Background: an optimization exercise with open tools, aiming at small area, a short achievable clock period and few clock cycles. Do not read the settings as production practice.
Function was checked by simulation only, so behaviour that the tests miss may differ from the original.

**design/flow/constraint.sdc**
```tcl
create_clock -name core_clock -period 140.0 [get_ports {clk}]
set_input_delay 28.0000 -clock core_clock [delete_from_list [all_inputs] [get_ports {clk}]]
set_output_delay 28.0000 -clock core_clock [all_outputs]
set_load 0.01 [all_outputs]
```
**design/flow/design.v**
```verilog
module meas_group (
    input  wire        clk,
    input  wire        rst,
    input  wire        in_valid,
    output wire        in_ready,
    input  wire [3:0]  in_idx,
    input  wire [11:0] in_code,
    input  wire        in_fault,
    input  wire        in_cond,
    input  wire        in_missing,
    input  wire [47:0] tick_cond,
    input  wire        cfg_we,
    input  wire [3:0]  cfg_idx,
    input  wire [1:0]  cfg_sel,
    input  wire [31:0] cfg_wdata,
    input  wire        cal_we,
    input  wire [2:0]  cal_idx,
    input  wire [15:0] cal_off,
    input  wire [15:0] cal_gain,
    output reg         cfg_error,
    output reg         out_valid,
    output reg  [3:0]  out_idx,
    output reg  [15:0] out_value,
    output reg         out_vld,
    output reg         out_uncal,
    output reg         out_fault,
    output reg         out_cond,
    output reg  [1:0]  out_state,
    output reg         out_fresh,
    output reg         out_irq,
    output reg         out_safety
);
    localparam H_LO   = 0;      
    localparam SUM_LO = 192;    
    localparam CNT_LO = 212;    
    localparam ST_LO  = 217;    
    localparam PC_LO  = 219;    
    localparam DC_LO  = 221;    
    localparam CFG_LO = 237;    
    localparam FC_LO  = 237;    
    localparam OO_B   = 241;    
    localparam CLS_LO = 242;    
    localparam LK_LO  = 244;    
    localparam ACT_LO = 250;    
    localparam DEB_LO = 252;    
    localparam LO_LO  = 268;    
    localparam HI_LO  = 284;    
    localparam RW     = 300;
    localparam CW     = 63;
    localparam [CW-1:0] CFG_DEF = {16'hFFFF, 16'h0000, 16'h0000, 2'd0, 6'd0, 2'd0, 1'b0, 4'd0};
    reg  [3:0] hd;                       
    function [3:0] m12(input [4:0] a);   
        m12 = (a >= 5'd12) ? a[3:0] - 4'd12 : a[3:0];
    endfunction
    wire [3:0] e8  = m12({1'b0, hd} + 5'd3);     
    wire [3:0] e7  = m12({1'b0, hd} + 5'd4);     
    wire [3:0] e10 = m12({1'b0, hd} + 5'd1);     
    wire [3:0] e0  = m12({1'b0, hd} + 5'd11);    
    always @(posedge clk) begin
        if (rst) hd <= 4'd0;
        else     hd <= m12({1'b0, hd} + 5'd1);
    end
    wire [RW*12-1:0] ring_q;
    wire [RW*12-1:0] ring_d;
    genvar j;
    generate
        for (j = 0; j < 12; j = j + 1) begin : slot
            reg [RW-1:0] q;
            always @(posedge clk) q <= ring_d[j*RW +: RW];
            assign ring_q[j*RW +: RW] = q;
        end
    endgenerate
    wire [RW-1:0] r7  = ring_q[7*RW  +: RW];
    wire [RW-1:0] r8  = ring_q[8*RW  +: RW];
    wire [RW-1:0] r10 = ring_q[10*RW +: RW];
    wire [RW-1:0] r0  = ring_q[0*RW  +: RW];
    reg [11:0] fr;    
    reg [11:0] lr;    
    reg [11:0] cr;    
    reg        cq_we;
    reg [3:0]  cq_idx;
    reg [1:0]  cq_sel;
    reg [31:0] cq_d;
    reg        lq_we;
    reg [2:0]  lq_idx;
    reg [15:0] lq_off;
    reg [15:0] lq_gain;
    function filt_ok_f(input [2:0] f, input [3:0] p);
        case (f)
            3'd0:    filt_ok_f = (p == 4'd0);
            3'd1:    filt_ok_f = (p >= 4'd1) && (p <= 4'd8);
            3'd2:    filt_ok_f = (p >= 4'd1) && (p <= 4'd4);
            3'd3:    filt_ok_f = (p == 4'd0);
            default: filt_ok_f = 1'b0;
        endcase
    endfunction
    wire in_sense_w = (cfg_idx < 4'd6);
    wire e_filt = !filt_ok_f(cfg_wdata[6:4], cfg_wdata[3:0]);
    wire e_act  = (cfg_wdata[15:14] == 2'd3);
    wire e_link = (cfg_wdata[13:8] != 6'd0) && (in_sense_w || cfg_wdata[13:8] > 6'd48);
    wire e_oo   = cfg_wdata[7] && !in_sense_w;
    wire e_lim  = (cfg_wdata[15:0] > cfg_wdata[31:16]);
    wire e_cls  = !in_sense_w || (cfg_wdata[1:0] == 2'd3);
    reg  wr_err;
    always @(*) begin
        case (cfg_sel)
            2'd0:    wr_err = e_filt | e_act | e_link | e_oo;
            2'd1:    wr_err = e_lim;
            2'd2:    wr_err = e_cls;
            default: wr_err = 1'b1;
        endcase
    end
    always @(posedge clk) begin
        if (rst) begin
            cq_we     <= 1'b0;
            lq_we     <= 1'b0;
            cfg_error <= 1'b0;
        end else begin
            cq_we     <= cfg_we;
            lq_we     <= cal_we;
            cfg_error <= cfg_we & wr_err;
        end
        cq_idx  <= cfg_idx;
        cq_sel  <= cfg_sel;
        cq_d    <= cfg_wdata;
        lq_idx  <= cal_idx;
        lq_off  <= cal_off;
        lq_gain <= cal_gain;
    end
    wire [7:0]   calv;              
    wire [79:0]  cal_o;
    wire [119:0] cal_g;
    wire lq_ok = ($signed(lq_off) >= -16'sd512) && ($signed(lq_off) <= 16'sd511) &&
                 (lq_gain >= 16'd8192) && (lq_gain <= 16'd32767);
    genvar ce;
    generate
        for (ce = 0; ce < 8; ce = ce + 1) begin : cal
            reg        ok;
            reg [9:0]  o;
            reg [14:0] g;
            always @(posedge clk) begin
                if (rst)
                    ok <= 1'b0;
                else if (lq_we && lq_idx == ce)
                    ok <= lq_ok;
                if (lq_we && lq_idx == ce && lq_ok) begin
                    o <= lq_off[9:0];
                    g <= lq_gain[14:0];
                end
            end
            assign calv[ce]          = ok;
            assign cal_o[ce*10 +: 10] = o;
            assign cal_g[ce*15 +: 15] = g;
        end
    endgenerate
    wire       wa = cq_we && (cq_idx < 4'd12);
    wire [4:0] wt = {1'b0, hd} + 5'd11 - {1'b0, cq_idx};
    wire [3:0] wj = (wt >= 5'd12) ? wt[3:0] - 4'd12 : wt[3:0];    
    wire [11:0] wsel = wa ? (12'd1 << wj) : 12'd0;
    reg [CW-1:0] rd_cfg;
    integer rk;
    always @(*) begin
        rd_cfg = {CW{1'b0}};
        for (rk = 0; rk < 12; rk = rk + 1)
            rd_cfg = rd_cfg | ({CW{wsel[rk]}} & ring_q[rk*RW + CFG_LO +: CW]);
    end
    wire [CW-1:0] old_cfg = cr[cq_idx] ? CFG_DEF : rd_cfg;
    wire        w_sense = (cq_idx < 4'd6);
    wire [2:0]  w_filt  = cq_d[6:4];
    wire [3:0]  w_par   = cq_d[3:0];
    wire        w_fok   = filt_ok_f(w_filt, w_par);
    wire [3:0]  w_fc    = (w_filt == 3'd1) ? {1'b1, w_par[2:0] - 3'd1} :
                          (w_filt == 3'd2) ? {2'b01, w_par[1:0] - 2'd1} :
                          (w_filt == 3'd3) ? 4'b0001 : 4'b0000;
    wire        w_aok   = (cq_d[15:14] != 2'd3);
    wire        w_lok   = (cq_d[13:8] == 6'd0) || (!w_sense && cq_d[13:8] <= 6'd48);
    wire        w_ook   = !cq_d[7] || w_sense;
    reg [CW-1:0] new_cfg;
    always @(*) begin
        new_cfg = old_cfg;
        case (cq_sel)
            2'd0: begin
                new_cfg[DEB_LO-CFG_LO +: 16] = cq_d[31:16];
                if (w_fok) new_cfg[FC_LO-CFG_LO +: 4]  = w_fc;
                if (w_aok) new_cfg[ACT_LO-CFG_LO +: 2] = cq_d[15:14];
                if (w_lok) new_cfg[LK_LO-CFG_LO +: 6]  = cq_d[13:8];
                if (w_ook) new_cfg[OO_B-CFG_LO]        = cq_d[7];
            end
            2'd1: begin
                if (!cfg_error) begin
                    new_cfg[LO_LO-CFG_LO +: 16] = cq_d[15:0];
                    new_cfg[HI_LO-CFG_LO +: 16] = cq_d[31:16];
                end
            end
            2'd2: begin
                if (!cfg_error) new_cfg[CLS_LO-CFG_LO +: 2] = cq_d[1:0];
            end
            default: ;
        endcase
    end
    wire w_frs = (new_cfg[FC_LO-CFG_LO +: 4] != old_cfg[FC_LO-CFG_LO +: 4]) ||
                 (new_cfg[CLS_LO-CFG_LO +: 2] != old_cfg[CLS_LO-CFG_LO +: 2]);
    wire w_lrs = (new_cfg[ACT_LO-CFG_LO +: 48] != old_cfg[ACT_LO-CFG_LO +: 48]) ||
                 (new_cfg[LK_LO-CFG_LO +: 6] != old_cfg[LK_LO-CFG_LO +: 6]);
    reg        rdy;
    reg        bv;
    reg [3:0]  bidx;
    reg [11:0] bcode;
    reg        bfault, bcond, bmiss;
    reg [47:0] btc;
    assign in_ready = rdy;
    wire mv = bv & (bidx == e8);
    always @(posedge clk) begin
        if (rst) begin
            bv  <= 1'b0;
            rdy <= 1'b1;
        end else begin
            bv  <= !rdy | in_valid;
            rdy <= rdy ? (!in_valid | (in_idx == e7)) : (bidx == e7);
        end
        if (rdy) begin
            bidx   <= in_idx;
            bcode  <= in_code;
            bfault <= in_fault;
            bcond  <= in_cond;
            bmiss  <= in_missing;
            btc    <= tick_cond;
        end
    end
    wire b_sense = (bidx < 4'd6);
    wire b_ain   = (bidx >= 4'd6) && (bidx < 4'd10);
    wire [1:0] a_cls = r8[CLS_LO +: 2];
    wire       a_oo  = r8[OO_B];
    wire [5:0] a_lk  = r8[LK_LO +: 6];
    wire [3:0] a_fc  = r8[FC_LO +: 4];
    wire [2:0] a_ks = b_sense ? ((a_cls == 2'd0) ? 3'd0 : (a_cls == 2'd1) ? 3'd1 : 3'd2) :
                      (b_ain ? 3'd3 : 3'd4);
    wire a_flt   = b_sense & bfault & !bmiss;
    wire a_cnd   = b_sense & bcond & !bmiss;
    wire a_fresh = !bmiss & !a_flt & !(b_sense & a_oo & !bcond);
    wire a_lkok  = (a_lk == 6'd0) || btc[a_lk - 6'd1];
    wire [2:0]  a_cs  = b_sense ? bidx[2:0] : (b_ain ? 3'd6 : 3'd7);
    wire        a_cv  = calv[a_cs];
    wire [9:0]  a_off = a_cv ? cal_o[a_cs*10 +: 10] : 10'd0;
    wire [14:0] a_gn  = a_cv ? cal_g[a_cs*15 +: 15] : 15'd16384;
    wire        a_mean = (a_fc[3:2] == 2'b01);
    wire        a_med  = (a_fc == 4'b0001);
    wire [4:0]  a_cnt0 = fr[e8] ? 5'd0 : r8[CNT_LO +: 5];
    wire [4:0]  a_cntn = a_fresh ? a_cnt0 + 5'd1 : a_cnt0;
    wire [11:0] a_h0   = r8[H_LO +: 12];
    wire [11:0] a_h1   = r8[H_LO + 12 +: 12];
    wire [11:0] a_h2   = r8[H_LO + 24 +: 12];
    wire [11:0] a_hold = (a_fc[1:0] == 2'd0) ? a_h1 :
                         (a_fc[1:0] == 2'd1) ? r8[H_LO + 36 +: 12] :
                         (a_fc[1:0] == 2'd2) ? r8[H_LO + 84 +: 12] : r8[H_LO + 180 +: 12];
    wire [11:0] ma = a_fresh ? bcode : a_h0;
    wire [11:0] mb = a_fresh ? a_h0 : a_h1;
    wire [11:0] mc = a_fresh ? a_h1 : a_h2;
    wire        ab = (ma >= mb);
    wire        bc = (mb >= mc);
    wire        ac = (ma >= mc);
    wire [11:0] mmed = (ab == bc) ? mb : ((ab == ac) ? mc : ma);
    wire [11:0] a_c2 = a_mean ? a_hold : (a_med ? ((a_cntn >= 5'd3) ? mmed : ma) : a_h0);
    wire [27:0] a_x1, a_x2;
    mg_mul mul1 (.c(bcode), .off(a_off), .g(a_gn), .x(a_x1));
    mg_mul mul2 (.c(a_c2),  .off(a_off), .g(a_gn), .x(a_x2));
    reg        av;
    reg [27:0] ax1, ax2;
    reg [2:0]  aks;
    reg [11:0] acode;
    reg        afresh, aflt, acnd, aeval, auncal;
    always @(posedge clk) begin
        if (rst) av <= 1'b0;
        else     av <= mv;
        ax1    <= a_x1;
        ax2    <= a_x2;
        aks    <= a_ks;
        acode  <= bcode;
        afresh <= a_fresh;
        aflt   <= a_flt;
        acnd   <= a_cnd;
        aeval  <= a_fresh & a_lkok;
        auncal <= !a_cv;
    end
    wire [15:0] q_v1, q_v2;
    mg_scale sc1 (.x(ax1), .ks(aks), .v(q_v1));
    mg_scale sc2 (.x(ax2), .ks(aks), .v(q_v2));
    reg        qv;
    reg [15:0] pval, v2;
    reg [11:0] qcode;
    reg        qfresh, qflt, qcnd, qeval, quncal;
    always @(posedge clk) begin
        if (rst) qv <= 1'b0;
        else     qv <= av;
        pval   <= q_v1;
        v2     <= q_v2;
        qcode  <= acode;
        qfresh <= afresh;
        qflt   <= aflt;
        qcnd   <= acnd;
        qeval  <= aeval;
        quncal <= auncal;
    end
    wire [3:0]  fc     = r10[FC_LO +: 4];
    wire        f_iir  = fc[3];
    wire        f_mean = (fc[3:2] == 2'b01);
    wire        f_med  = (fc == 4'b0001);
    wire [3:0]  f_k    = {1'b0, fc[2:0]} + 4'd1;
    wire [1:0]  f_p    = fc[1:0];
    wire [4:0]  cnt0 = fr[e10] ? 5'd0 : r10[CNT_LO +: 5];
    wire        upd  = qv & qfresh;
    wire [4:0]  cnt1 = (cnt0 == 5'd16) ? 5'd16 : cnt0 + 5'd1;
    wire [4:0]  cntn = upd ? cnt1 : cnt0;
    wire [11:0] h0  = r10[H_LO +: 12];
    wire [11:0] h1  = r10[H_LO + 12 +: 12];
    wire [23:0] S   = {h1, h0};
    wire signed [25:0] iir_step = ($signed({2'b00, pval, 8'd0}) - $signed({2'b00, S})) >>> f_k;
    wire [23:0] s_new = (cnt0 == 5'd0) ? {pval, 8'd0} : S + iir_step[23:0];
    wire [23:0] s_cur = upd ? s_new : S;
    wire [24:0] s_rnd = {1'b0, s_cur} + 25'd128;
    wire [4:0]  wwin  = 5'd2 << f_p;
    wire [19:0] sum0  = (cnt0 == 5'd0) ? 20'd0 : r10[SUM_LO +: 20];
    wire        wfull = (cnt0 >= wwin);
    wire [20:0] sum_a = {1'b0, sum0} + {5'd0, pval} - (wfull ? {5'd0, v2} : 21'd0);
    wire [19:0] sum1  = sum_a[19:0];
    wire [4:0]  nf    = (cnt1 < wwin) ? cnt1 : wwin;
    wire [4:0]  ns    = (cnt0 < wwin) ? cnt0 : wwin;
    reg [19:0] ys;
    reg [4:0]  yn;
    always @(*) begin
        yn = 5'd1;
        if (cntn == 5'd0)
            ys = 20'd0;
        else if (f_iir)
            ys = {4'd0, s_rnd[23:8]};
        else if (f_mean) begin
            ys = upd ? sum1 : sum0;
            yn = upd ? nf : ns;
        end else if (f_med)
            ys = {4'd0, v2};
        else
            ys = {4'd0, upd ? pval : v2};
    end
    wire [191:0] hist_sh = {r10[H_LO + 12 +: 168], (f_iir ? s_new : {h0, qcode})};
    wire [191:0] hist_n  = upd ? hist_sh : r10[H_LO +: 192];
    wire [19:0]  sum_n   = upd ? sum1 : r10[SUM_LO +: 20];
    reg        cv;
    reg [20:0] ca;
    reg [4:0]  cn;
    reg        cvld, cfresh, cflt, ccnd, ceval, cuncal;
    always @(posedge clk) begin
        if (rst) cv <= 1'b0;
        else     cv <= qv;
        ca     <= {1'b0, ys} + {17'd0, yn[4:1]};
        cn     <= yn;
        cvld   <= (cntn != 5'd0);
        cfresh <= qfresh;
        cflt   <= qflt;
        ccnd   <= qcnd;
        ceval  <= qeval;
        cuncal <= quncal;
    end
    wire [7:0] d_qh;
    wire [4:0] d_r;
    mg_div8 dv1 (.r_in(ca[20:16]), .a(ca[15:8]), .n(cn), .q(d_qh), .r(d_r));
    reg        dv;
    reg [7:0]  dqh, dal;
    reg [4:0]  dr, dn;
    reg        dvld, dfresh, dflt, dcnd, deval, duncal;
    always @(posedge clk) begin
        if (rst) dv <= 1'b0;
        else     dv <= cv;
        dqh    <= d_qh;
        dr     <= d_r;
        dal    <= ca[7:0];
        dn     <= cn;
        dvld   <= cvld;
        dfresh <= cfresh;
        dflt   <= cflt;
        dcnd   <= ccnd;
        deval  <= ceval;
        duncal <= cuncal;
    end
    wire [7:0] y_lo;
    wire [4:0] y_r;
    mg_div8 dv2 (.r_in(dr), .a(dal), .n(dn), .q(y_lo), .r(y_r));
    wire [15:0] y = {dqh, y_lo};
    wire        lrs  = lr[e0];
    wire [1:0]  st0  = lrs ? 2'd0  : r0[ST_LO +: 2];
    wire [1:0]  pc0  = lrs ? 2'd0  : r0[PC_LO +: 2];
    wire [15:0] dc0  = lrs ? 16'd0 : r0[DC_LO +: 16];
    wire [1:0]  act  = r0[ACT_LO +: 2];
    wire [15:0] deb  = r0[DEB_LO +: 16];
    wire [15:0] lo   = r0[LO_LO +: 16];
    wire [15:0] hi   = r0[HI_LO +: 16];
    wire [1:0] cand = ((lo != 16'd0) && (y < lo))     ? 2'd1 :
                      ((hi != 16'hFFFF) && (y > hi))  ? 2'd2 : 2'd0;
    wire [15:0] deb_min = (deb == 16'd0) ? 16'd1 : deb;
    wire [15:0] dinc    = (cand == pc0) ? dc0 + 16'd1 : 16'd1;
    reg [1:0]  st_n;
    reg [15:0] dc_n;
    reg [1:0]  pc_n;
    always @(*) begin
        st_n = st0;
        dc_n = dc0;
        pc_n = pc0;
        if (dv && deval) begin
            pc_n = cand;
            if (cand == st0) begin
                dc_n = 16'd0;
            end else if (dinc >= deb_min) begin
                st_n = cand;
                dc_n = 16'd0;
            end else begin
                dc_n = dinc;
            end
        end
    end
    wire chg = (st_n != st0);
    always @(posedge clk) begin
        if (rst) out_valid <= 1'b0;
        else     out_valid <= dv;
        out_idx    <= e0;
        out_value  <= y;
        out_vld    <= dvld;
        out_uncal  <= duncal;
        out_fault  <= dflt;
        out_cond   <= dcnd;
        out_state  <= st_n;
        out_fresh  <= dfresh;
        out_irq    <= chg && (act != 2'd0);
        out_safety <= chg && (act == 2'd2) && (st_n != 2'd0);
    end
    wire [RW-1:0] n11;   
    wire [RW-1:0] n1;    
    wire [RW-1:0] n8;    
    assign n11 = {r10[RW-1:CNT_LO+5], cntn, sum_n, hist_n};
    assign n1  = {r0[RW-1:CFG_LO], dc_n, pc_n, st_n, r0[ST_LO-1:0]};
    assign n8  = {(cr[e7] ? CFG_DEF : r7[RW-1:CFG_LO]), r7[CFG_LO-1:0]};
    generate
        for (j = 0; j < 12; j = j + 1) begin : nxt
            wire [RW-1:0] base;
            if (j == 11)      assign base = n11;
            else if (j == 1)  assign base = n1;
            else if (j == 8)  assign base = n8;
            else if (j == 0)  assign base = ring_q[11*RW +: RW];
            else              assign base = ring_q[(j-1)*RW +: RW];
            wire wr_here = wsel[(j + 11) % 12];
            assign ring_d[j*RW +: RW] = wr_here ? {new_cfg, base[CFG_LO-1:0]} : base;
        end
    endgenerate
    integer fi;
    always @(posedge clk) begin
        for (fi = 0; fi < 12; fi = fi + 1) begin
            if (rst) begin
                fr[fi] <= 1'b1;
                lr[fi] <= 1'b1;
                cr[fi] <= 1'b1;
            end else begin
                if (lq_we || (wa && cq_idx == fi && w_frs))
                    fr[fi] <= 1'b1;
                else if (e10 == fi)
                    fr[fi] <= 1'b0;
                if (wa && cq_idx == fi && w_lrs)
                    lr[fi] <= 1'b1;
                else if (e0 == fi)
                    lr[fi] <= 1'b0;
                if ((wa && cq_idx == fi) || e7 == fi)
                    cr[fi] <= 1'b0;
            end
        end
    end
endmodule
module mg_add #(parameter W = 8) (
    input  wire [W-1:0] a,
    input  wire [W-1:0] b,
    input  wire         ci,
    output wire [W-1:0] s,
    output wire         co
);
    wire [W:0] c;
    assign c[0] = ci;
    genvar i;
    generate
        for (i = 0; i < W; i = i + 1) begin : bit_
            assign s[i]   = a[i] ^ b[i] ^ c[i];
            assign c[i+1] = (a[i] & b[i]) | (a[i] & c[i]) | (b[i] & c[i]);
        end
    endgenerate
    assign co = c[W];
endmodule
module mg_mul (
    input  wire [11:0] c,
    input  wire [9:0]  off,
    input  wire [14:0] g,
    output wire [27:0] x
);
    wire [13:0] d;
    wire        dco;
    mg_add #(14) ad (.a({2'b00, c}), .b(~{{4{off[9]}}, off}), .ci(1'b1), .s(d), .co(dco));
    wire [12:0] dd = d[13] ? 13'd0 : d[12:0];
    reg [27:0] ps, pc, pp, t;
    integer i;
    always @(*) begin
        ps = 28'd0;
        pc = 28'd0;
        for (i = 0; i < 13; i = i + 1) begin
            pp = dd[i] ? ({13'd0, g} << i) : 28'd0;
            t  = ps ^ pc ^ pp;
            pc = ((ps & pc) | (ps & pp) | (pc & pp)) << 1;
            ps = t;
        end
    end
    assign x = ps + pc;
endmodule
module mg_scale (
    input  wire [27:0] x,
    input  wire [2:0]  ks,
    output wire [15:0] v
);
    wire m375 = (ks >= 3'd3);
    wire m5   = (ks == 3'd0);
    wire [36:0] r1 = m375 ? {1'b0, x, 8'd0} : {9'd0, x};
    wire [36:0] r2 = m375 ? {2'b0, x, 7'd0} : (m5 ? {7'd0, x, 2'd0} : 37'd0);
    wire [36:0] r3 = m375 ? ~{6'd0, x, 3'd0} : 37'd0;
    wire [36:0] r4 = m375 ? ~{9'd0, x} : 37'd0;
    wire [36:0] s1 = r1 ^ r2 ^ r3;
    wire [36:0] c1 = ((r1 & r2) | (r1 & r3) | (r2 & r3)) << 1;
    wire [36:0] s2 = s1 ^ c1 ^ r4;
    wire [36:0] c2 = (((s1 & c1) | (s1 & r4) | (c1 & r4)) << 1) | {36'd0, m375};
    wire [36:0] u;
    wire        uco;
    mg_add #(37) au (.a(s2), .b(c2), .ci(m375), .s(u), .co(uco));
    reg [15:0] qs;
    reg        rb;
    reg        hi;
    always @(*) begin
        case (ks)
            3'd0:    begin qs = u[29:14]; rb = u[13]; hi = |u[36:30]; end
            3'd1:    begin qs = u[28:13]; rb = u[12]; hi = |u[36:29]; end
            3'd2:    begin qs = u[30:15]; rb = u[14]; hi = |u[36:31]; end
            3'd3:    begin qs = {2'b00, u[36:23]}; rb = u[22]; hi = 1'b0; end
            default: begin qs = u[34:19]; rb = u[18]; hi = |u[36:35]; end
        endcase
    end
    wire [15:0] q;
    wire        qco;
    mg_add #(16) aq (.a(qs), .b(16'd0), .ci(rb), .s(q), .co(qco));
    assign v = (hi | qco) ? 16'hFFFF : q;
endmodule
module mg_div8 (
    input  wire [4:0] r_in,
    input  wire [7:0] a,
    input  wire [4:0] n,
    output reg  [7:0] q,
    output reg  [4:0] r
);
    reg [5:0] t;
    integer i;
    always @(*) begin
        r = r_in;
        for (i = 7; i >= 0; i = i - 1) begin
            t = {r, a[i]};
            if (t >= {1'b0, n}) begin
                q[i] = 1'b1;
                r = t[4:0] - n;
            end else begin
                q[i] = 1'b0;
                r = t[4:0];
            end
        end
    end
endmodule
```
**design/flow/config.mk**
```make
export PLATFORM = sky130hd
export DESIGN_NAME = meas_group
export DESIGN_NICKNAME = meas_group
export VERILOG_FILES = /design/flow/design.v
export SDC_FILE = /design/flow/constraint.sdc
export NUM_CORES = 4
export LEC_CHECK = 0
export CAP_MARGIN = 20
export CORE_MARGIN = 2
export CORE_UTILIZATION = 40
export SLEW_MARGIN = 20
```
**design/flow/run.sh**
```bash
#!/bin/bash
# synth_recipe.tcl (not shown) runs the flow's synth.tcl, then flattens the netlist and writes it again
# the make line also repeats each setting of config.mk as NAME=value (left out here)
make -C /OpenROAD-flow-scripts/flow DESIGN_CONFIG=/design/flow/config.mk WORK_HOME=/design/flow/orfs CLKGATE_MAP_FILE= SYNTH_SCRIPT=/design/flow/synth_recipe.tcl finish
```
==> results.tsv, run 1 <==
metric	value	unit
async_flop_share	0	%
place_area	0.149	mm²
ys_seq_elements	4214	
synth.distinct_cells	112	
rsz0062_at_grt	false	
worstPathCellList	clkdlybuf4s50_1	
required	112000	ps
post_cts_buffers	0	
synth_compound_area_share	10.1	%
timing.final.crit_share	21.3	%
clockBufferDepth	4	
synthAdderAreaFrac	10.8	%
core_area	0.355	mm²
syn2layout_area_growth	14.5	%
critPathKind	flop to output pin	
cap_violations	0	
synthSimpleGateAreaFrac	9.81	%
post-route-min-period	29870	ps
setup_viol	0	
clk_pin_slew_worst_paths	60	ps
viasPerCell	5.04	
synthTopCellsByCount	dfxtp_1 (3947), nand2_1 (2070), o21ai_0 (965), inv_1 (580), clkbuf_1 (557)	
routedWlPerCell	19.9	µm
pre_cts_slack	109490	ps
drt_pass1_iterations	9	
cts.sinks	4214	
rows	219	
grt_pass1_wl	535000	µm
synth_edf_count	267	
drive_gt1_share	9.51	%
synth.area.mux_share	3.67	%
cts_hold_buffers	0	
drv_slew	0	
tightest_slew	1210	ps
portBuffers	176	
design_area	0.163	mm²
synthXorXnorAreaFrac	1.27	%
synth_top_family_by_area	adder cells	
routed_wl	351000	µm
worst_slack	110130	ps
synth_area_leader_cell	dfxtp_1	
dieArea	0.361	mm²
place.gp.congestion	0.890	
max_stage_delay	560	ps
status	timing/DRC/antenna clean	
fillerInstances	32500	
hold_path.class	flop to flop	
final_util	46.0	%
antenna_left	0	
die_h	601	µm
cp-start-kind	flop	
dpl.hpwl	228000	µm
grt_max_degree	125	
cts_root_buffer	clkbuf_16	
timing.critical_path.buf_inv	1	
finalSetupTns	0	ps
cts_htree_levels	5	
cp-end-kind	output pin	
cts_buffers	402	
synth-main-ff-cell	dfxtp_1	
synth_top_area_share	55.4	%
dr_total_vias	88900	
crit_fanout	2	
antenna_found_initial	10	
yosysWarnings	4	
cts_tree	built	
fin_nets	13600	
worstPathArrival	1870	ps
clock_latency	960	ps
max_slew_margin	19.5	%
avgSynthCellArea	11.4	µm²
timing_hold_violations_final	0	
critPathSlowestCell	clkdlybuf4s50_1	
synth.area.top_cells	dfxtp_1 (55%), fa_1 (7.4%), edfxtp_1 (5.6%)	
drtIter0Drc	7560	
overflow	0	
synthCells	12500	
drc_errors	0	
start_util	40.1	%
ys_seq_area_share	61.0	%
cts_resized	0	
max_freq	33.5	MHz
die_w	601	µm
finalClockSkew	122	ps
grt_util_all_layers	19.0	%
io_pins	177	
syn-cell-area	0.143	mm²
grt_pass1_vias	87700	
crit_family	buffers and inverters	
synth_most_common_cell	dfxtp_1	
[cell families after synthesis]
logic type | after synthesis
buffers and inverters | 1221
adder cells (fa/ha/maj) | 919
XOR/XNOR | 206
AO/OA/AOI/OAI | 2284
AND/OR/NAND/NOR | 3257
multiplexers | 372
other | 1
flip-flops | 4214
[final timing paths]
check                  from              to  slack (ps)  cells after the start
max                     rdy        in_ready      110130                      1
min          slot[6].q[223]  slot[7].q[223]         230                      0
max reg2reg           dn[1]  slot[1].q[232]      119310                     90
min reg2reg  slot[6].q[223]  slot[7].q[223]         230                      0
[through the flow]
| step | instances | hold slack [ps] |
|---|---|---|
| floorplan | 12500 | 310 |
| global placement | 16900 | 310 |
| detailed placement | 16900 | 312 |
| CTS | 17600 | 254 |
| global route | 17600 | 248 |
| finish | 17600 | 234 |
[layout make-up]
class | instances | area (µm²) | share of cell area [%]
Sequential cell | 4214 | 87000 | 53.3
Multi-Input combinational cell | 7040 | 51400 | 31.5
Clock buffer | 557 | 11700 | 7.16
Tap cell | 4751 | 5940 | 3.64
Timing Repair Buffer | 323 | 2880 | 1.76
Inverter | 582 | 2190 | 1.34
Clock inverter | 171 | 2140 | 1.31
Antenna cell | 7 | 17.5 | 0.0107
[state kept, by name, summed over array words and instances (netlist names), 21 cells and up]
signal	flops
cq_d	32
cal.g	120
btc	48
ca	21
ax1	28
cal.o	80
ax2	28
slot.q	3599
[routing by layer]
metal | track usage (%) | routed length (µm)
met1 | 25.9 | 157000
met2 | 30.6 | 159000
met3 | 2.89 | 21700
met4 | 7.12 | 13400
met5 | 0 | 28
[cells in the final DEF, fill, tap and decap left out, types with 37 or more instances in the layout]
| cell type | synthesis | final |
|---|---|---|
| and2_1 | 58 | 57 |
| clkinv_2 | 0 | 68 |
| o21ai_0 | 965 | 957 |
| a22oi_1 | 177 | 177 |
| a221oi_1 | 57 | 57 |
| mux4_2 | 113 | 113 |
| a21o_1 | 113 | 113 |
| nand3_1 | 154 | 153 |
| a22o_1 | 37 | 37 |
| edfxtp_1 | 267 | 267 |
| nor3_1 | 98 | 93 |
| buf_4 | 6 | 144 |
| and3_1 | 67 | 66 |
| mux2_2 | 67 | 67 |
| dfxtp_1 | 3947 | 3942 |
| clkbuf_8 | 0 | 84 |
| mux2i_1 | 190 | 188 |
| a211oi_1 | 66 | 65 |
| clkbuf_1 | 557 | 60 |
| fa_1 | 530 | 530 |
| nor2_1 | 418 | 397 |
| clkdlybuf4s50_1 | 0 | 175 |
| nand2_1 | 2070 | 2061 |
| or2_2 | 99 | 99 |
| a222oi_1 | 48 | 48 |
| ha_1 | 373 | 373 |
| nor2b_1 | 94 | 94 |
| clkbuf_16 | 0 | 412 |
| xor2_1 | 84 | 83 |
| a21oi_1 | 387 | 373 |
| xnor2_1 | 121 | 121 |
| nand2b_1 | 57 | 56 |
| inv_1 | 580 | 579 |
Testbench counts, summed over its fixed seeds: cycles 43,320.
==> run 2: changes to the inputs <==
--- a/design/flow/design.v
+++ b/design/flow/design.v
@@ -40,12 +40,10 @@
     localparam FC_LO  = 237;    
-    localparam OO_B   = 241;    
-    localparam CLS_LO = 242;    
-    localparam LK_LO  = 244;    
-    localparam ACT_LO = 250;    
-    localparam DEB_LO = 252;    
-    localparam LO_LO  = 268;    
-    localparam HI_LO  = 284;    
-    localparam RW     = 300;
-    localparam CW     = 63;
-    localparam [CW-1:0] CFG_DEF = {16'hFFFF, 16'h0000, 16'h0000, 2'd0, 6'd0, 2'd0, 1'b0, 4'd0};
+    localparam X_LO   = 241;    
+    localparam ACT_LO = 247;    
+    localparam DEB_LO = 249;    
+    localparam LO_LO  = 265;    
+    localparam HI_LO  = 281;    
+    localparam RW     = 297;
+    localparam CW     = 60;
+    localparam [CW-1:0] CFG_DEF = {16'hFFFF, 16'h0000, 16'h0000, 2'd0, 6'd0, 4'd0};
     reg  [3:0] hd;                       
@@ -83,6 +81,9 @@
     reg [31:0] cq_d;
+    reg        cq_elim;    
+    reg        cq_ecls;    
     reg        lq_we;
-    reg [2:0]  lq_idx;
-    reg [15:0] lq_off;
-    reg [15:0] lq_gain;
+    reg        lq_ok;     
+    wire [2:0] lq_idx  = cq_idx[2:0];
+    wire [9:0] lq_off  = cq_d[9:0];
+    wire [14:0] lq_gain = cq_d[24:10];
     function filt_ok_f(input [2:0] f, input [3:0] p);
@@ -122,8 +123,9 @@
         end
-        cq_idx  <= cfg_idx;
+        cq_idx  <= cal_we ? {1'b0, cal_idx} : cfg_idx;
         cq_sel  <= cfg_sel;
-        cq_d    <= cfg_wdata;
-        lq_idx  <= cal_idx;
-        lq_off  <= cal_off;
-        lq_gain <= cal_gain;
+        cq_d    <= cal_we ? {cfg_wdata[31:25], cal_gain[14:0], cal_off[9:0]} : cfg_wdata;
+        cq_elim <= e_lim;
+        cq_ecls <= e_cls;
+        lq_ok   <= ($signed(cal_off) >= -16'sd512) && ($signed(cal_off) <= 16'sd511) &&
+                   (cal_gain >= 16'd8192) && (cal_gain <= 16'd32767);
     end
@@ -132,4 +134,2 @@
     wire [119:0] cal_g;
-    wire lq_ok = ($signed(lq_off) >= -16'sd512) && ($signed(lq_off) <= 16'sd511) &&
-                 (lq_gain >= 16'd8192) && (lq_gain <= 16'd32767);
     genvar ce;
@@ -146,4 +146,4 @@
                 if (lq_we && lq_idx == ce && lq_ok) begin
-                    o <= lq_off[9:0];
-                    g <= lq_gain[14:0];
+                    o <= lq_off;
+                    g <= lq_gain;
                 end
@@ -185,7 +185,9 @@
                 if (w_aok) new_cfg[ACT_LO-CFG_LO +: 2] = cq_d[15:14];
-                if (w_lok) new_cfg[LK_LO-CFG_LO +: 6]  = cq_d[13:8];
-                if (w_ook) new_cfg[OO_B-CFG_LO]        = cq_d[7];
+                if (w_sense)
+                    new_cfg[X_LO-CFG_LO + 2] = cq_d[7];
+                else if (w_lok)
+                    new_cfg[X_LO-CFG_LO +: 6] = cq_d[13:8];
             end
             2'd1: begin
-                if (!cfg_error) begin
+                if (!cq_elim) begin
                     new_cfg[LO_LO-CFG_LO +: 16] = cq_d[15:0];
@@ -195,3 +197,3 @@
             2'd2: begin
-                if (!cfg_error) new_cfg[CLS_LO-CFG_LO +: 2] = cq_d[1:0];
+                if (!cq_ecls) new_cfg[X_LO-CFG_LO +: 2] = cq_d[1:0];
             end
@@ -201,5 +203,5 @@
     wire w_frs = (new_cfg[FC_LO-CFG_LO +: 4] != old_cfg[FC_LO-CFG_LO +: 4]) ||
-                 (new_cfg[CLS_LO-CFG_LO +: 2] != old_cfg[CLS_LO-CFG_LO +: 2]);
-    wire w_lrs = (new_cfg[ACT_LO-CFG_LO +: 48] != old_cfg[ACT_LO-CFG_LO +: 48]) ||
-                 (new_cfg[LK_LO-CFG_LO +: 6] != old_cfg[LK_LO-CFG_LO +: 6]);
+                 (w_sense && (new_cfg[X_LO-CFG_LO +: 2] != old_cfg[X_LO-CFG_LO +: 2]));
+    wire w_lrs = (new_cfg[ACT_LO-CFG_LO +: 50] != old_cfg[ACT_LO-CFG_LO +: 50]) ||
+                 (!w_sense && (new_cfg[X_LO-CFG_LO +: 6] != old_cfg[X_LO-CFG_LO +: 6]));
     reg        rdy;
@@ -220,3 +222,3 @@
         end
-        if (rdy) begin
+        if (!(bv & !mv)) begin
             bidx   <= in_idx;
@@ -231,5 +233,5 @@
     wire b_ain   = (bidx >= 4'd6) && (bidx < 4'd10);
-    wire [1:0] a_cls = r8[CLS_LO +: 2];
-    wire       a_oo  = r8[OO_B];
-    wire [5:0] a_lk  = r8[LK_LO +: 6];
+    wire [1:0] a_cls = r8[X_LO +: 2];
+    wire       a_oo  = r8[X_LO + 2];
+    wire [5:0] a_lk  = b_sense ? 6'd0 : r8[X_LO +: 6];
     wire [3:0] a_fc  = r8[FC_LO +: 4];
@@ -269,3 +271,2 @@
     reg [2:0]  aks;
-    reg [11:0] acode;
     reg        afresh, aflt, acnd, aeval, auncal;
@@ -277,3 +278,2 @@
         aks    <= a_ks;
-        acode  <= bcode;
         afresh <= a_fresh;
@@ -289,3 +289,2 @@
     reg [15:0] pval, v2;
-    reg [11:0] qcode;
     reg        qfresh, qflt, qcnd, qeval, quncal;
@@ -296,3 +295,2 @@
         v2     <= q_v2;
-        qcode  <= acode;
         qfresh <= afresh;
@@ -323,3 +321,6 @@
     wire        wfull = (cnt0 >= wwin);
-    wire [20:0] sum_a = {1'b0, sum0} + {5'd0, pval} - (wfull ? {5'd0, v2} : 21'd0);
+    wire [20:0] sum_p, sum_a;
+    wire        sum_pc, sum_ac;
+    mg_add #(21) asp (.a({1'b0, sum0}), .b({5'd0, pval}), .ci(1'b0), .s(sum_p), .co(sum_pc));
+    mg_add #(21) asa (.a(sum_p), .b(~(wfull ? {5'd0, v2} : 21'd0)), .ci(1'b1), .s(sum_a), .co(sum_ac));
     wire [19:0] sum1  = sum_a[19:0];
@@ -343,5 +344,7 @@
     end
-    wire [191:0] hist_sh = {r10[H_LO + 12 +: 168], (f_iir ? s_new : {h0, qcode})};
-    wire [191:0] hist_n  = upd ? hist_sh : r10[H_LO +: 192];
+    wire [191:0] hist_n  = {r10[H_LO + 24 +: 168], ((upd & f_iir) ? s_new : S)};
     wire [19:0]  sum_n   = upd ? sum1 : r10[SUM_LO +: 20];
+    wire [20:0] c_a;
+    wire        c_ac;
+    mg_add #(21) aca (.a({1'b0, ys}), .b({17'd0, yn[4:1]}), .ci(1'b0), .s(c_a), .co(c_ac));
     reg        cv;
@@ -353,3 +356,3 @@
         else     cv <= qv;
-        ca     <= {1'b0, ys} + {17'd0, yn[4:1]};
+        ca     <= c_a;
         cn     <= yn;
@@ -395,6 +398,12 @@
     wire [15:0] hi   = r0[HI_LO +: 16];
-    wire [1:0] cand = ((lo != 16'd0) && (y < lo))     ? 2'd1 :
-                      ((hi != 16'hFFFF) && (y > hi))  ? 2'd2 : 2'd0;
+    wire [15:0] t_lo, t_hi, dc1, t_db;
+    wire        y_ge_lo, hi_ge_y, dc1c, dinc_ge;
+    mg_add #(16) alo (.a(y),  .b(~lo), .ci(1'b1), .s(t_lo), .co(y_ge_lo));
+    mg_add #(16) ahi (.a(hi), .b(~y),  .ci(1'b1), .s(t_hi), .co(hi_ge_y));
+    mg_add #(16) adc (.a(dc0), .b(16'd0), .ci(1'b1), .s(dc1), .co(dc1c));
+    wire [1:0] cand = ((lo != 16'd0) && !y_ge_lo)     ? 2'd1 :
+                      ((hi != 16'hFFFF) && !hi_ge_y)  ? 2'd2 : 2'd0;
     wire [15:0] deb_min = (deb == 16'd0) ? 16'd1 : deb;
-    wire [15:0] dinc    = (cand == pc0) ? dc0 + 16'd1 : 16'd1;
+    wire [15:0] dinc    = (cand == pc0) ? dc1 : 16'd1;
+    mg_add #(16) adb (.a(dinc), .b(~deb_min), .ci(1'b1), .s(t_db), .co(dinc_ge));
     reg [1:0]  st_n;
@@ -410,3 +419,3 @@
                 dc_n = 16'd0;
-            end else if (dinc >= deb_min) begin
+            end else if (dinc_ge) begin
                 st_n = cand;
@@ -436,2 +445,3 @@
     wire [RW-1:0] n8;    
+    wire [RW-1:0] n9;    
     assign n11 = {r10[RW-1:CNT_LO+5], cntn, sum_n, hist_n};
@@ -439,2 +449,4 @@
     assign n8  = {(cr[e7] ? CFG_DEF : r7[RW-1:CFG_LO]), r7[CFG_LO-1:0]};
+    wire a_shift = mv & a_fresh & !a_fc[3];
+    assign n9  = {r8[RW-1:H_LO+192], (a_shift ? {r8[H_LO +: 180], bcode} : r8[H_LO +: 192])};
     generate
@@ -445,2 +457,3 @@
             else if (j == 8)  assign base = n8;
+            else if (j == 9)  assign base = n9;
             else if (j == 0)  assign base = ring_q[11*RW +: RW];
==> design/flow/flow/run.sh (new file) <==
#!/bin/bash
# The standard layout, with the port buffers made from a plain buffer cell
# instead of the one buffer_ports picks by default.
set -e
export BUFFER_PORTS_ARGS="-buffer_cell sky130_fd_sc_hd__buf_2"
bash standard.sh > standard.log 2>&1
==> design/flow/standard.sh (new file) <==
#!/bin/bash
# synth_recipe.tcl (not shown) runs the flow's synth.tcl, then flattens the netlist and writes it again
# the make line also repeats each setting of config.mk as NAME=value (left out here)
make -C /OpenROAD-flow-scripts/flow DESIGN_CONFIG=/design/flow/config.mk WORK_HOME=/design/flow/orfs CLKGATE_MAP_FILE= SYNTH_SCRIPT=/design/flow/synth_recipe.tcl "${@:-finish}"
--- a/design/flow/config.mk
+++ b/design/flow/config.mk
@@ -7,5 +7,8 @@
 export LEC_CHECK = 0
+export ABC_AREA = 1
 export CAP_MARGIN = 20
 export CORE_MARGIN = 2
-export CORE_UTILIZATION = 40
+export CORE_UTILIZATION = 65
+export CTS_CLUSTER_DIAMETER = 60
+export CTS_CLUSTER_SIZE = 25
 export SLEW_MARGIN = 20
removed: design/flow/run.sh
==> run 2 against run 1 <==
Against the previous run:
- core utilization increased by 24 points
- first-iteration DRC count increased by 27%
- highest routed layer unchanged
- flip-flop and latch count decreased by 92
- critical endpoint is now cfg_error
- critical path type is now primary input to flop
- register-to-register slack improved by 130 ps
- area after synthesis decreased by 3.6%
- critical path depth increased by 9
- still clean
- global-route usage increased by 12 points
- worst setup slack improved by 460 ps
==> results.tsv, run 2 <==
metric	value	unit
required	140730	ps
grt_util_all_layers	31.3	%
grt_pass1_vias	88200	
dr_total_vias	89900	
grt_pass1_wl	519000	µm
status	timing/DRC/antenna clean	
timing.final.crit_share	21.0	%
antenna_found_initial	32	
cts_resized	0	
largest_registers	slot.q (3563), cal.g (120), cal.o (80)	
drv_slew	0	
clk_pin_slew_worst_paths	90	ps
cap_violations	0	
regMostFlops	slot.q	
viasPerCell	5.66	
drtIter0Drc	9637	
synth-main-ff-cell	dfxtp_1	
cts_tree	built	
synth.distinct_cells	74	
synth_most_common_cell	dfxtp_1	
synthCells	13000	
drt_pass1_iterations	8	
fin_nets	14000	
start_util	65.5	%
worstPathArrival	30140	ps
fin_hold_ws	272	ps
hold_path.class	flop to flop	
worst_slack	110590	ps
drive_gt1_share	5.79	%
max_slew_margin	21.1	%
ys_seq_elements	4122	
crit_fanout	3	
clockBufferDepth	3	
die_h	464	µm
grtUsageMet3	6.51	%
post_cts_buffers	0	
clock_latency	930	ps
syn-cell-area	0.137	mm²
yosysWarnings	4	
final_cell_mix	dfxtp_1 (3855), nand2_1 (2635), o21ai_0 (1355)	
synth_edf_count	267	
setup_viol	0	
timing_hold_violations_final	0	
cts_root_buffer	clkbuf_16	
cp-end-kind	flop	
rsz0062_at_grt	false	
routedWlPerCell	21.4	µm
post-route-min-period	29410	ps
die_w	464	µm
max_freq	34.0	MHz
use_met2	47.1	%
avgSynthCellArea	10.6	µm²
place.gp.congestion	0.927	
finalClockSkew	105	ps
async_flop_share	0	%
synthTopCellsByCount	dfxtp_1 (3855), nand2_1 (2637), o21ai_0 (1377), inv_1 (1124), nor2_1 (570)	
place_area	0.141	mm²
routed_wl	340000	µm
synth.area.top_cells	dfxtp_1 (56%), fa_1 (8.0%), nand2_1 (7.2%)	
antenna_left	0	
synth_area_leader_cell	dfxtp_1	
cts_buffers	212	
synth_top_area_share	56.1	%
cts.sinks	4122	
dieArea	0.215	mm²
reg2reg_slack	119440	ps
layout_commonest_cell	dfxtp_1	
drc_errors	0	
cts_hold_buffers	0	
grt_util_met1	45.1	%
design_area	0.148	mm²
rows	168	
largest_register_ffs	3563	
dpl.hpwl	228000	µm
pre_cts_slack	109820	ps
grt_max_degree	95	
core_area	0.210	mm²
grt_most_used_layer	met2	
cp-start-kind	primary input	
finalSetupTns	0	ps
io_pins	177	
tightest_slew	1180	ps
ys_seq_area_share	62.0	%
overflow	0	
portBuffers	176	
cts_htree_levels	4	
syn2layout_area_growth	7.44	%
critPathKind	primary input to flop	
## run 2: cell families after synthesis
group	count (synthesis)	synth area share, %
flops	4122	62.0
simple gates	3659	10.6
compound gates	2415	10.2
buf+inv	1740	4.80
fa+ha+maj	886	11.0
xor+xnor	173	1.10
mux	30	0.230
other cells	1	0.00273
## run 2: critical path: stages
cell      delay (ps)
buf_2            110
inv_1             50
nor2_1           600
nor2_1           300
inv_1            210
o21ai_0          100
a211oi_1         240
o31ai_1          100
a21oi_1          350
nor3_1            80
## run 2: metal layers
layer	vias up	wire (µm)	share of wire, %
met5	-	80	0.024
met3	740	32700	9.6
met4	12	13700	4.0
met2	3880	147000	43
met1	43300	146000	43
li1	42000	-	-
## run 2: path summary, 6_finish.rpt
check	start	endpoint	cells after the start
max reg2reg	bidx[3]	ax2[27]	75
min reg2reg	slot[7].q[228]	slot[8].q[228]	0
min	slot[7].q[228]	slot[8].q[228]	0
max	cfg_wdata[5]	cfg_error	10
## run 2: area by class of cell
class | count | area (µm²)
clock inverters | 86 | 1400
fillers | 15000 | 62300
inverters | 1147 | 4330
multi-input cells | 7165 | 45900
well taps | 2805 | 3510
diodes | 8 | 20.0
flip-flops and latches | 4122 | 85200
clock buffers | 226 | 5460
repair buffers | 312 | 1900
## run 2: stage by stage
stage	utilization, %	instances
2_1_floorplan	-	13000
3_3_place_gp	67.0	15500
3_5_place_dp	67.0	15600
4_1_cts	70.3	15900
5_1_grt	70.3	15900
6_report	70.3	15900
Testbench counts of run 2, summed over its fixed seeds: cycles 43,320.
==> run 3: changes to the inputs <==
==> design/flow/run.sh (new file) <==
#!/bin/bash
# synth_recipe.tcl (not shown) runs the flow's synth.tcl, then flattens the netlist and writes it again
# the make line also repeats each setting of config.mk as NAME=value (left out here)
make -C /OpenROAD-flow-scripts/flow DESIGN_CONFIG=/design/flow/config.mk WORK_HOME=/design/flow/orfs CLKGATE_MAP_FILE= SYNTH_SCRIPT=/design/flow/synth_recipe.tcl finish
removed: design/flow/flow/run.sh
removed: design/flow/standard.sh
==> run 3 against run 2 <==
Against the previous run:
- clock-buffer cell count is 2 higher
- via count up 1.0%
- critical endpoint is now fr[9]
- synthesized cell count unchanged
- highest routed layer unchanged
- area after synthesis unchanged
==> results.tsv, run 3 <==
metric	value	unit
antenna_left	0	
synth.area.top_cells	dfxtp_1 (56%), fa_1 (8.0%), nand2_1 (7.2%)	
max_freq	33.5	MHz
cts_hold_buffers	0	
clock_latency	900	ps
clockBufferDepth	3	
cts_root_buffer	clkbuf_16	
crit_fanout	36	
grt_util_all_layers	32.2	%
drv_slew	0	
required	140730	ps
tightest_slew	1220	ps
timing.final.crit_share	21.4	%
rsz0062_at_grt	false	
final_cell_count_no_fill	15900	
rr_worst_depth	77	
finalClockSkew	73.0	ps
grt_max_degree	109	
synthTopCellsByCount	dfxtp_1 (3855), nand2_1 (2637), o21ai_0 (1377), inv_1 (1124), nor2_1 (570)	
rows	168	
core_area	0.210	mm²
drtIter0Drc	10200	
pre_cts_slack	109270	ps
async_flop_share	0	%
cp-start-kind	primary input	
synth.distinct_cells	74	
cts.sinks	4122	
die_h	464	µm
place.gp.congestion	0.944	
dpl.hpwl	234000	µm
timing_hold_violations_final	0	
worstPathArrival	30630	ps
finalSetupTns	0	ps
avgSynthCellArea	10.6	µm²
synth_edf_count	267	
r2r-start	bidx[3]	
synth.area.mux_share	0.230	%
cts_tree	built	
synth_area_leader_cell	dfxtp_1	
synth_top_family_by_area	adder cells	
clk_pin_slew_worst_paths	80	ps
synthCells	13000	
cts_resized	0	
overflow	0	
synth_most_common_cell	dfxtp_1	
worst_slack	110110	ps
synth-main-ff-cell	dfxtp_1	
synthXorXnorAreaFrac	1.10	%
syn2layout_area_growth	7.98	%
fillerInstances	14800	
status	timing/DRC/antenna clean	
routedWlPerCell	22.1	µm
dp_cells	15600	
io_pins	177	
start_util	65.5	%
hold_path.class	flop to flop	
cp-end-kind	flop	
post_cts_buffers	0	
layout_commonest_cell	dfxtp_1	
fin_nets	14000	
viasPerCell	5.72	
max_slew_margin	16.9	%
synthAdderAreaFrac	11.0	%
worstHoldEndpoint	slot[4].q[195]	
cap_violations	0	
hp-start	slot[3].q[195]	
cts_htree_levels	4	
setup_viol	0	
grt_pass1_vias	89400	
drive_gt1_share	4.41	%
dr_total_vias	90800	
final_cell_mix	dfxtp_1 (3855), nand2_1 (2635), o21ai_0 (1353)	
critPathKind	primary input to flop	
ys_seq_elements	4122	
synth_compound_area_share	10.2	%
antenna_found_initial	30	
largest_register_ffs	3563	
portBuffers	176	
grt_pass1_wl	532000	µm
yosysWarnings	4	
dieArea	0.215	mm²
reg2reg_slack	119780	ps
routed_wl	351000	µm
timing.rr.end	ax2[27]	
die_w	464	µm
largest_registers	slot.q (3563), cal.g (120), cal.o (80)	
drt_pass1_iterations	7	
syn-cell-area	0.137	mm²
cts_buffers	211	
synthSimpleGateAreaFrac	10.6	%
synth_top_area_share	56.1	%
post-route-min-period	29890	ps
drc_errors	0	
regMostFlops	slot.q	
ys_seq_area_share	62.0	%
hold_depth	0	
-- run 3: how the worst max path moves through the flow --
stage	start	to	slack [ps]
global placement	rst	fr[2]	109370
CTS	rdy	in_ready	110150
detailed placement	rst	fr[10]	109270
finish	rst	fr[9]	110110
global route	rst	fr[9]	109910
floorplan	cfg_wdata[25]	cfg_error	110800
-- run 3: cells by family after synthesis --
group / after synthesis
mux: 30
buf+inv: 1740
other cells: 1
compound gates: 2415
xor+xnor: 173
fa+ha+maj: 886
simple gates: 3659
flops: 4122
-- run 3: per-layer routing --
layer	wire length, µm	part of all wire [%]	vias to the layer above	track usage, %
met5	155	0.044	-	0
met4	11200	3.2	16	10.3
met3	33400	9.5	695	6.67
met2	157000	45	4221	50.0
met1	149000	42	43900	45.5
li1	-	-	42000	-
-- run 3: cell type report --
cell class	count	area, µm²	share of cell area, %
multi-input cells	7165	45900	30.9
well taps	2805	3510	2.36
clock inverters	78	1250	0.840
diodes	11	27.5	0.0185
flip-flops and latches	4122	85200	57.4
inverters	1147	4330	2.91
clock buffers	228	5460	3.68
repair buffers	312	2790	1.88
-- run 3: through the flow --
step	util, %	cell area [µm²]	hold slack (ps)
final	70.7	148000	281
after global routing	70.7	148000	293
after CTS	70.7	148000	278
after detailed placement	67.5	142000	312
after global placement	67.5	142000	310
after floorplan	-	137000	310
-- run 3: critical path, stage by stage --
cell             delay, ps
clkdlybuf4s50_1       1120
clkinv_1              1100
o2111ai_1              400

## re-timing with driven ports
The results above use ideal ports. As a check the final layouts listed here were re-extracted and re-timed, cells and wires unchanged.
Step 1 (the two cells are an assumption about what drives the block):
set clk [get_ports {clk}]
set_driving_cell -lib_cell sky130_fd_sc_hd__clkbuf_16 $clk
set_driving_cell -lib_cell sky130_fd_sc_hd__buf_2 [delete_from_list [all_inputs] $clk]
Step 2 times the ports against the registers' clock, not the clock port: input delays grow and output delays shrink by t, the midpoint of the rising clock arrivals with the driver on.
Slacks: ideal / step 1 / step 2; pairs: ideal / step 1.
run	t (ns)	setup slack, ns	worst slew at a driven data input, ns	pins driven straight from the clock port
run 1	1.010	110.130 / 110.023 / 109.470	0.06	1
run 2	0.966	110.586 / 110.511 / 109.684	0.09	1
run 3	0.955	110.109 / 110.114 / 109.220	0.10	1
After both steps every run listed still meets setup and hold. The setup slack of run 2, which loses most, moves by -0.075 ns with the drivers and by -0.902 ns with both steps.
